Source: an optimization exercise on an open RTL-to-GDS flow (aim: small area, a short achievable clock period and few clock cycles). Production flows keep margins and buffers that such runs may drop. Where RTL was checked, it was by simulation tests only, not by an equivalence proof against the original. Function not checked in runs 2 and 3: the RTL went through the layout flow alone.

==> flow/design.v (outline; a module is shown in full before it is edited, if it fits) <==
// module ce_update: 2257 lines
// module csa_fa: 4 lines
// module csa_ha: 4 lines
module ce_update (
    input  wire         clk,
    input  wire         rst,
    input  wire         start,
    output reg          done,
    input  wire [1:0]   law,
    input  wire [1:0]   nbq,
    input  wire [15:0]  e,
    input  wire [255:0] s_in,
    input  wire [16:0]  umod,
    input  wire [15:0]  tco,
    input  wire [7:0]   tref,
    input  wire [7:0]   t,
    input  wire [7:0]   damp,
    input  wire         dith_en,
    input  wire         wd,
    input  wire         ho,
    input  wire [17:0]  ff,
    input  wire [17:0]  lr,
    input  wire [639:0] coef,
    input  wire [15:0]  kph,
    input  wire [15:0]  gout,
    input  wire [31:0]  rgout,
    input  wire [15:0]  kb,
    input  wire [16:0]  win,
    output wire [255:0] s_out,
    output reg  [31:0]  w,
    output reg  [16:0]  ul,
    output reg  [16:0]  ucmd,
    output reg  [7:0]   dh
);
  // ...
==> flow/flow/run.sh <==
#!/bin/bash
# The standard flow (standard.sh: unchanged synthesis, floorplan, placement,
# CTS, routing) with a larger setup-repair target (SETUP_SLACK_MARGIN), so that
# repair_timing keeps improving the paths that set the achieved period, and
# more antenna-repair rounds after global and detailed routing.
# Port buffers use the smallest buffer cell.  The SDC is not changed.
set -eo pipefail
export BUFFER_PORTS_ARGS="-buffer_cell sky130_fd_sc_hd__buf_1"
export MAX_REPAIR_ANTENNAS_ITER_GRT=10
export MAX_REPAIR_ANTENNAS_ITER_DRT=10
SETUP_SLACK_MARGIN=11 bash standard.sh > standard.log 2>&1
==> flow/standard.sh <==
#!/bin/bash
# synth_recipe.tcl (not shown) runs the flow's synth.tcl, then flattens the netlist and writes it again
# the make line also repeats each setting of config.mk as NAME=value (left out here)
make -C /OpenROAD-flow-scripts/flow DESIGN_CONFIG=/design/flow/config.mk WORK_HOME=/design/flow/orfs CLKGATE_MAP_FILE= SYNTH_SCRIPT=/design/flow/synth_recipe.tcl "${@:-finish}"
==> flow/config.mk <==
export PLATFORM = sky130hd
export DESIGN_NAME = ce_update
export DESIGN_NICKNAME = ce_update
export VERILOG_FILES = /design/flow/design.v
export SDC_FILE = /design/flow/constraint.sdc
export NUM_CORES = 8
export LEC_CHECK = 0
export ABC_AREA = 1
export CAP_MARGIN = 35
export CORE_MARGIN = 2
export CORE_UTILIZATION = 30
export PLACE_DENSITY = 0.5
export SLEW_MARGIN = 20
export SYNTH_HIERARCHICAL = 1
==> flow/constraint.sdc <==
create_clock -name core_clock -period 18.0 [get_ports {clk}]
set_input_delay 3.6000 -clock core_clock [delete_from_list [all_inputs] [get_ports {clk}]]
set_output_delay 3.6000 -clock core_clock [all_outputs]
set_load 0.01 [all_outputs]
==> results.ini, run 1 <==
[layout]
regArea_um2=17100
nets=13700
diodes=71
multi_input_cells=7947
syn2layout_area_growth_pct=20.7
drive_gt1_frac=0.0940

[floorplan]
core_um2=252000

[hold_path]
min_path_type=register to register

[synth]
synth_edf_count=329
synthAdderAreaFrac=0.212
synth_flop_cell=dfxtp_1
yosysMostFrequentCell=nand2_1

[clocking]
clkLatencyLatePin_ns=0.78
hold_buffers=0

[timing]
skew_ns=0.0805

[worst_setup_path]
cp_max_fo=30
critPathTopFamily=simple AND/OR/NAND/NOR gates

[detailed_routing]
first_pass_iters=9
antenna_left=1

[placement]
placed_area_um2=85300

[global_route]
grt_usage=0.420

[flow_run]
drv_cap=0

[outcome]
so_faults=antenna violations
status=finished with violations

Testbench counts, summed over its fixed seeds: cycles 29,269.
==> run 2, diff against run 1 <==
--- a/flow/design.v
+++ b/flow/design.v
@@ -65,31 +65,24 @@
             assign sw[gi] = s_in[32*gi +: 32];
         end
         for (gi = 0; gi < 20; gi = gi + 1) begin : g_cw
             assign cw[gi] = coef[32*gi +: 32];
         end
     endgenerate
     wire       law2   = (law_r == 2'd2);
     wire [2:0] core_n = (law_r == 2'd0) ? 3'd4 : 3'd6;
-    reg  [2:0]  psel, psel_r;
-    reg  [66:0] pre;
+    reg  [2:0]  psel;
+    reg         pr_acc, pr_base, pr_ps, pr_b23, pr_b27, pr_b31;
+    wire [66:0] pre = ({67{pr_acc}} & acc)
+                    | ({67{pr_base}} & {{20{v_r[31]}}, v_r, 15'd0})    
+                    | ({67{pr_ps}} & {{7{sadd_r[31]}}, sadd_r, 28'd0})
+                    | ({44'd0, pr_b23, 23'd0}) | ({39'd0, pr_b27, 27'd0}) | ({35'd0, pr_b31, 31'd0});
     wire [66:0] mac_s, mac_c;
     wire [66:0] mac = mac_s + mac_c;
-    always @(*) begin
-        case (psel_r)
-            P_ACC:   pre = acc;
-            P_RND:   pre = 67'd1 << 27;
-            P_R23:   pre = 67'd1 << 23;
-            P_R31:   pre = 67'd1 << 31;
-            P_BASE:  pre = {{20{v_r[31]}}, v_r, 15'd0};    
-            P_PS:    pre = {{7{sadd_r[31]}}, sadd_r, 28'h8000000};
-            default: pre = 67'd0;
-        endcase
-    end
     wire m_1 = (b_one[0] & opa[0]) ^ b_neg[0];
     wire m_2 = ((b_one[0] & opa[1]) | (b_two[0] & opa[0])) ^ b_neg[0];
     wire m_3 = ((b_one[0] & opa[2]) | (b_two[0] & opa[1])) ^ b_neg[0];
     wire m_4 = ((b_one[0] & opa[3]) | (b_two[0] & opa[2])) ^ b_neg[0];
     wire m_5 = ((b_one[0] & opa[4]) | (b_two[0] & opa[3])) ^ b_neg[0];
     wire m_6 = ((b_one[0] & opa[5]) | (b_two[0] & opa[4])) ^ b_neg[0];
     wire m_7 = ((b_one[0] & opa[6]) | (b_two[0] & opa[5])) ^ b_neg[0];
     wire m_8 = ((b_one[0] & opa[7]) | (b_two[0] & opa[6])) ^ b_neg[0];
@@ -2136,17 +2129,22 @@
             B_DU:    b_n = {{8{du[24]}}, du};
             default: b_n = {17'd0, gout};
         endcase
     end
     wire [36:0] bx = (bsel == B_KB) ? {2'b00, kb, 2'b00, kb, 1'b0}
                                     : {{3{b_n[32]}}, b_n, 1'b0};
     integer j;
     always @(posedge clk) begin
-        psel_r <= psel;
+        pr_acc  <= (psel == P_ACC);
+        pr_base <= (psel == P_BASE);
+        pr_ps   <= (psel == P_PS);
+        pr_b23  <= (psel == P_R23);
+        pr_b27  <= (psel == P_RND) | (psel == P_PS);
+        pr_b31  <= (psel == P_R31);
         acc  <= mac;
         opa  <= opa_n;
         opa2 <= (asel == A_DW) ? {{2{mac[56]}}, mac[56:40], 14'd0} : opa_n;
         for (j = 0; j < 17; j = j + 1) begin
             b_one[j] <= bx[2*j+1] ^ bx[2*j];
             b_two[j] <= (bx[2*j+2] & ~bx[2*j+1] & ~bx[2*j]) | (~bx[2*j+2] & bx[2*j+1] & bx[2*j]);
             b_neg[j] <= bx[2*j+2] ^ bneg;
         end
==> flow/flow/run.sh (replaced) <==
#!/bin/bash
# The standard flow (standard.sh: unchanged synthesis, floorplan, placement,
# CTS, routing) with a larger setup-repair target (SETUP_SLACK_MARGIN), so that
# repair_timing keeps improving the paths that set the achieved period.
# Port buffers use the smallest buffer cell.  The SDC is not changed.
set -eo pipefail
export BUFFER_PORTS_ARGS="-buffer_cell sky130_fd_sc_hd__buf_1"
SETUP_SLACK_MARGIN=11 bash standard.sh > standard.log 2>&1
==> run 2 against run 1 <==
  * The run now finishes clean
  * Highest routed layer unchanged
  * Area after synthesis shrank 0.13%
  * Die area down 0.13%
  * Critical path type unchanged
  * Core utilization increased by 1.3 points
==> results.ini, run 2 <==
[layout]
syn2layout_area_growth_pct=25.2  ; was 20.7%
nets=13800  ; was 13700
fin_cells=15300  ; was 15100
top_register=s_r  ; unchanged
final_common_cell=nand2_1  ; unchanged
layout_common_cells=2594 x nand2_1, 1391 x buf_1, 974 x inv_1, 686 x xor2_1, 671 x o22ai_1  ; was 2727 x nand2_1, 1432 x buf_1, 938 x inv_1, 728 x nor2_1, 706 x xor2_1
drive_gt1_frac=0.122  ; was 0.0940
final_area_um2=95200  ; was 92000 um2
largest_reg_flops=256  ; unchanged
largestRegisters=s_r: 256 flops, acc: 67 flops  ; unchanged

[synth]
netlist_area_um2=76100  ; was 76200 um2
ys_types=66  ; was 72
synthTopCellsByArea=fa_1 16%, nand2_1 13%, edfxtp_1 13%  ; was fa_1 16%, nand2_1 14%, edfxtp_1 13%
synth_edf_count=329  ; unchanged
ys_top_cells_by_count=2635 x nand2_1, 1035 x inv_1, 730 x nor2_1  ; was 2758 x nand2_1, 995 x inv_1, 766 x nor2_1
synth_fp_nets=12400  ; about the same
yosysMostFrequentCell=nand2_1  ; unchanged
synth_flop_cell=dfxtp_1  ; unchanged
ys_seq_area_frac=0.224  ; was 0.223
synth.avg_cell_area_um2=7.36  ; was 7.33 um2
ys_async_sr_fraction=0  ; unchanged
yosysTopAreaCellShare=0.159  ; about the same
netlist_instances=10300  ; was 10400
synth_top_area_cell=fa_1  ; unchanged
yosys_warnings=7  ; unchanged
synth_seq_cells=687  ; was 684

[worst_setup_path]
startpoint=acc[47]  ; was acc[66]
cp_common_cell=nand2_1
required_ns=14.40  ; about the same
critPathTopFamily=simple AND/OR/NAND/NOR gates  ; unchanged
worstPathArrival_ns=3.61  ; was 3.39 ns
r2r_start=opa[8]  ; was opa2[10]
start_kind=register  ; unchanged
cpPeakStageDelay_ns=0.55  ; was 0.43 ns
cp_max_fo=9  ; was 30
cp_num_buf_inv=3  ; was 7
cp-end-kind=output pin  ; unchanged
slowest_stage=a31oi_1  ; was dfxtp_4
crit_type=register to output pin  ; unchanged
rr_worst_depth=18  ; was 22
crit_cells=9  ; was 16
crit_chain=nand4_1 -> nor4_2 -> nand2_1 -> o21ai_2 -> buf_12 -> buf_4 -> nand2_1 -> a31oi_1 -> buf_1  ; was clkinv_8 -> nor2_1 -> nand3_1 -> or2_1 -> inv_2 -> nand3_1 -> nand2_2 -> inv_1 -> buf_12 -> nand2_8 -> buf_12 -> o21ai_2 -> buf_4 -> nand2_1 -> nand2_2 -> buf_1

[global_route]
grtUsageMet3=0.230  ; was 0.153
grt_usage=0.460  ; was 0.420
top_usage_layer=met2  ; unchanged
grt_max_degree=68  ; was 66
grt.met2_usage=0.613  ; was 0.593
grt_pass1_vias=85000  ; was 84000
grt_first_pass_wirelength_um=797000  ; was 742000 um
grt_overflow=0  ; unchanged
antenna_found_initial=184  ; was 147
met1_usage=0.604  ; was 0.568

[floorplan]
core_um2=252000  ; unchanged
floorplan.initialDensity=0.302  ; about the same
die-height_um=508  ; about the same
die_area_um2=258000  ; about the same
boundaryPins=1443  ; unchanged
die_w_um=508  ; about the same
num_rows=184  ; unchanged

[timing]
clock.fmax_ghz=0.139  ; was 0.143 GHz
rsz0062_at_grt=true  ; unchanged
slew_headroom=0.286  ; was 0.219
setup_tns_ns=0  ; unchanged
min_period_ns=7.21  ; was 6.99 ns
finalSetupViolCount=0  ; unchanged
worst_slack_ns=10.79  ; was 11.01 ns
tightest_slew_ns=1.07  ; was 1.17 ns
slew_viol_final=0  ; unchanged
period_share=0.400  ; was 0.388
hold_viol_final=0  ; unchanged
skew_ns=0.0636  ; was 0.0805 ns
holdWs_ns=0.474  ; was 0.486 ns

[clocking]
cts_sinks=687  ; was 684
tritoncts=yes  ; unchanged
root_buffer=clkbuf_16  ; unchanged
clk_path_buf_depth=3  ; unchanged
hold_buffers=0  ; unchanged
clkTransAtPathRegs_ns=0.06  ; was 0.07 ns
cts_buffers=92  ; was 88
clkLatencyLatePin_ns=0.82  ; was 0.78 ns
htree_levels=3  ; unchanged

[placement]
place.gp.congestion=1.12  ; was 1.09
placed_area_um2=86300  ; was 85300 um2
post-place-cells=14800  ; was 14700
pre_cts_ws_ns=8.45  ; was 8.74 ns
numPortBuffers=1442  ; unchanged
hpwl_um=504000  ; was 455000 um

[detailed_routing]
drcViolationCount=0  ; unchanged
drt-wirelength-per-cell_um=40.5  ; was 37.4 um
drt_iter0_markers=14000  ; was 13500
antenna_left=0  ; was 1
wl_um=619000  ; was 565000 um
first_pass_iters=9  ; unchanged
vias=91200  ; was 88400
routed_via_density=5.97  ; was 5.85

[flow_run]
drv_cap=0  ; unchanged

[hold_path]
hold_depth=2  ; unchanged
min_path_type=register to register  ; unchanged
min_from=s_r[0][3]  ; was s_r[0][2]

[outcome]
status=complete, no violations  ; was finished with violations

[run 2: metrics by stage]
| stage | util |
|---|---|
| CTS | 0.368 |
| detailed placement | 0.342 |
| finish | 0.378 |
| floorplan | - |
| global placement | 0.339 |
| global route | 0.378 |
[run 2: final timing paths]
check	to	slack (ns)
setup / recovery	s_out[125]	10.79
hold / removal	s_r[0][3]	0.47
setup reg to reg	opa[13]	10.97
hold reg to reg	s_r[0][3]	0.47
[run 2: timing repair]
item	4_1_cts	5_1_grt
cloned	9	3
pin swaps	24	94
setup endpoints to repair	327	276
gates resized for setup	427	396
buffers inserted	114	71
[run 2: worst min-delay path: cells and delay by family, from the launching register on]
kind                   cells  cell delay, ns
flip-flops                 1            0.31
AO/OA/AOI/OAI              1            0.08
buffers and inverters      1            0.05
[run 2: cells by family (layout without fill, tap and decap cells)]
| logic type | Yosys count | count (layout) | synth area share |
|---|---|---|---|
| xor+xnor | 787 | 787 | 0.0906 |
| flops | 687 | 687 | 0.224 |
| simple gates | 4073 | 4075 | 0.220 |
| mux | 23 | 23 | 0.00339 |
| compound gates | 2074 | 2074 | 0.159 |
| other cells | 0 | 81 | 0 |
| buf+inv | 1769 | 3271 | 0.0902 |
| fa+ha+maj | 928 | 928 | 0.212 |
[run 2: per-module statistics from Yosys, one instance, submodules excluded]
module,flip-flops and latches,times used,cells
csa_fa,0,562,1
ce_update,687,1,9732
csa_ha,0,47,1
[run 2: cell type report]
class                      count  area, um2
fill                       27200     157000
multi-input combinational   7887      54900
sequential                   687      17200
timing repair buffer        1977      11100
inverter                    1121       4460
tap                         3348       4190
clock buffer                 115       2620
clock inverter                58        608
antenna                       81        203
[run 2: routing by layer]
metal / vias up / part of all wire
li1: 37000 / -
met3: 1518 / 0.15
met5: - / 0.0012
met4: 106 / 0.062
met1: 45400 / 0.40
met2: 7198 / 0.38
==> run 3, diff against run 2 <==
--- a/flow/flow/run.sh
+++ b/flow/flow/run.sh
@@ -5,4 +5,4 @@
 # Port buffers use the smallest buffer cell.  The SDC is not changed.
 set -eo pipefail
 export BUFFER_PORTS_ARGS="-buffer_cell sky130_fd_sc_hd__buf_1"
-SETUP_SLACK_MARGIN=11 bash standard.sh > standard.log 2>&1
+SETUP_SLACK_MARGIN=10.5 bash standard.sh > standard.log 2>&1
==> run 3 against run 2 <==
  * Via count shrank 0.90%
  * Critical path depth grew 3
  * Register-to-register slack lost 0.48 ns
  * Non-clock buffer count shrank 120
  * Routed wire length shrank 1.3%
  * Worst setup slack lost 0.36 ns
  * Cell area shrank 3.9%
  * Maximum frequency shrank 4.7%
  * Highest routed layer unchanged
==> results.ini, run 3 <==
[synth]
netlist_instances=10300  ; unchanged
synth_edf_count=329  ; unchanged
yosys.area_share.simple=0.220  ; unchanged
synth_xor_area_frac=0.0906  ; unchanged
synth_flop_cell=dfxtp_1  ; unchanged
synth_fp_nets=12400  ; unchanged
yosys_warnings=7  ; unchanged
ys_async_sr_fraction=0  ; unchanged
ys_types=66  ; unchanged
muxShareOfSynthArea=0.00339  ; unchanged
ys_top_cells_by_count=2635 x nand2_1, 1035 x inv_1, 730 x nor2_1  ; unchanged
synth.avg_cell_area_um2=7.36  ; unchanged
yosysTopAreaCellShare=0.159  ; unchanged
synthTopCellsByArea=fa_1 16%, nand2_1 13%, edfxtp_1 13%  ; unchanged
synthAdderAreaFrac=0.212  ; unchanged
synth_compound_gate_area_share=0.159  ; unchanged
synth_seq_cells=687  ; unchanged
netlist_area_um2=76100  ; unchanged
synth_top_area_cell=fa_1  ; unchanged
yosysMostFrequentCell=nand2_1  ; unchanged
synth_top_family_by_area=simple AND/OR/NAND/NOR gates  ; unchanged
ys_seq_area_frac=0.224  ; unchanged

[hold_path]
hold_depth=2  ; unchanged
min_from=s_r[0][2]  ; was s_r[0][3]
holdPathEnd=s_r[0][2]  ; was s_r[0][3]
min_path_type=register to register  ; unchanged

[layout]
layout_common_cells=2623 x nand2_1, 1442 x buf_1, 974 x inv_1, 711 x xor2_1, 692 x o22ai_1  ; was 2594 x nand2_1, 1391 x buf_1, 974 x inv_1, 686 x xor2_1, 671 x o22ai_1
top_register=s_r  ; unchanged
final_common_cell=nand2_1  ; unchanged
largestRegisters=s_r: 256 flops, acc: 67 flops  ; unchanged
nets=13700  ; was 13800
fin_cells=15200  ; was 15300
drive_gt1_frac=0.0862  ; was 0.122
syn2layout_area_growth_pct=20.3  ; was 25.2%
largest_reg_flops=256  ; unchanged

[worst_setup_path]
cp-end-kind=output pin  ; unchanged
rrSetupSlack_ns=10.49  ; was 10.97 ns
crit-reg2reg-capture=opa2[16]  ; was opa[13]
cp_max_fo=22  ; was 9
worstPathArrival_ns=3.96  ; was 3.61 ns
r2r_start=b_one[6]  ; was opa[8]
crit_type=register to output pin  ; unchanged
required_ns=14.40  ; about the same
start_kind=register  ; unchanged
rr_worst_depth=24  ; was 18

[clocking]
cts_buffers=88  ; was 92
clkTransAtPathRegs_ns=0.06  ; about the same
htree_levels=3  ; unchanged
root_buffer=clkbuf_16  ; unchanged
hold_buffers=0  ; unchanged
cts_sinks=687  ; unchanged
tritoncts=yes  ; unchanged
clkLatencyLatePin_ns=0.80  ; was 0.82 ns
clk_path_buf_depth=3  ; unchanged

[detailed_routing]
drt_iter0_markers=14100  ; was 14000
antenna_left=0  ; unchanged
drcViolationCount=0  ; unchanged
first_pass_iters=6  ; was 9
routed_via_density=5.96  ; was 5.97
drt-wirelength-per-cell_um=40.3  ; was 40.5 um
wl_um=611000  ; was 619000 um
vias=90400  ; was 91200

[global_route]
grt_first_pass_wirelength_um=789000  ; was 797000 um
grt_max_degree=66  ; was 68
antenna_found_initial=152  ; was 184
grt_pass1_vias=84600  ; was 85000
grt_usage=0.455  ; was 0.460
grt_overflow=0  ; unchanged

[timing]
setup_tns_ns=0  ; unchanged
min_period_ns=7.56  ; was 7.21 ns
finalSetupViolCount=0  ; unchanged
period_share=0.420  ; was 0.400
slew_headroom=0.237  ; was 0.286
rsz0062_at_grt=true  ; unchanged
hold_viol_final=0  ; unchanged
skew_ns=0.0516  ; was 0.0636 ns
tightest_slew_ns=1.14  ; was 1.07 ns
clock.fmax_ghz=0.132  ; was 0.139 GHz
slew_viol_final=0  ; unchanged

[floorplan]
core_um2=252000  ; unchanged
die-height_um=508  ; unchanged
die_w_um=508  ; unchanged
num_rows=184  ; unchanged
floorplan.initialDensity=0.302  ; unchanged
boundaryPins=1443  ; unchanged
die_area_um2=258000  ; unchanged

[placement]
place.gp.congestion=1.10  ; was 1.12
numPortBuffers=1442  ; unchanged
post-place-cells=14800  ; about the same
hpwl_um=500000  ; was 504000 um

[flow_run]
drv_cap=0  ; unchanged

[outcome]
status=complete, no violations  ; unchanged

## run 3: critical path, stage by stage (launching register included)
cell and delay, ns:
dfxtp_4 0.49, nand4_1 0.16, nor4_1 0.32, nand2_1 0.11, o21ai_2 0.08, buf_6 0.26
inv_1 0.12, buf_4 0.27, o21ai_4 0.51, buf_4 0.27, nand2_1 0.06, nand2_1 0.29
buf_1 0.23
## run 3: cell type report
type                       count  area [um2]
multi-input combinational   7887       53300
inverter                    1121        4370
sequential                   687       17100
fill                       27400      160000
clock buffer                 120        2490
tap                         3348        4190
timing repair buffer        1857        9220
clock inverter                46         591
antenna                       86         215
## run 3: cells by family (layout without fill, tap and decap cells)
group / Yosys count / in the layout
adders and majority gates: 928 / 928
muxes: 23 / 23
DFF: 687 / 687
xor gates and xnor gates: 787 / 787
AOI/OAI and AO/OA: 2074 / 2074
and+or+nand+nor: 4073 / 4075
buffers and inverters: 1769 / 3144
other: 0 / 86
## run 3: how the worst max path moves through the flow
| stage | slack [ns] | end | cells past startpoint | startpoint |
|---|---|---|---|---|
| global route | 10.43 | opa2[30] | 26 | opa2[9] |
| CTS | 10.43 | ucmd[10] | 42 | acc[24] |
| floorplan | 10.85 | sadd_r[0] | 7 | coef[347] |
| finish | 10.44 | s_out[119] | 12 | acc[46] |
| detailed placement | 8.38 | ucmd[13] | 40 | acc[29] |
| global placement | 8.03 | ucmd[5] | 39 | acc[28] |
## run 3: stage by stage
| stage | area [um2] | util | setup WS (ns) | hold slack [ns] |
|---|---|---|---|---|
| floorplan | 76100 | - | 10.85 | 0.443 |
| detailed placement | 85900 | 0.341 | 8.38 | 0.461 |
| global route | 91300 | 0.363 | 10.43 | 0.504 |
| global placement | 85200 | 0.338 | 8.03 | 0.457 |
| CTS | 90200 | 0.358 | 10.43 | 0.481 |
| finish | 91500 | 0.363 | 10.44 | 0.482 |
## run 3: what timing repair did
action                     in CTS  in global routing
setup buffers                  50                 39
pin swaps                       9                 11
resized for setup             172                122
setup endpoints to repair     267                135
cloned                          4                  2
## run 3: per-module statistics from Yosys (local to each module, per instance)
module     cells  cell area, um2  flops+latches  times used
ce_update   9732           64200            687           1
csa_fa         1            20.0              0         562
csa_ha         1            12.5              0          47
## run 3: routing by layer
layer,share of wire,track usage,up-vias,wire [um]
met4,0.064,0.238,66,39200
met3,0.15,0.205,1451,89800
li1,-,-,36800,-
met2,0.38,0.604,7228,233000
met1,0.41,0.608,44900,248000
met5,0.0012,0.00963,-,743

[port drivers added, routing unchanged]
How much do the figures lean on ideal ports? The routed layouts below were timed once more, with nothing changed but the port constraints. Step 1, drivers: a clkbuf_16 drives clk and a buf_2 each remaining input, both assumed. Step 2 also shifts input and output timing later by t, the mid clock arrival at the registers, as if the neighbouring blocks saw the same clock. a / b / c = no drivers / after step 1 / after step 2; a / b = the first two.
run	shift t [ns]	setup WS [ns]	clock arrival spread, ns	cell pins on the clock port's net
run 1	0.854	11.013 / 10.909 / 10.424	0.095 / 0.095	1
run 2	0.905	10.793 / 10.679 / 10.430	0.064 / 0.064	1
run 3	0.885	10.436 / 10.322 / 10.154	0.057 / 0.056	1
For run 1, which loses most, drivers alone change the setup slack by -0.104 ns; drivers and shift together by -0.589 ns.
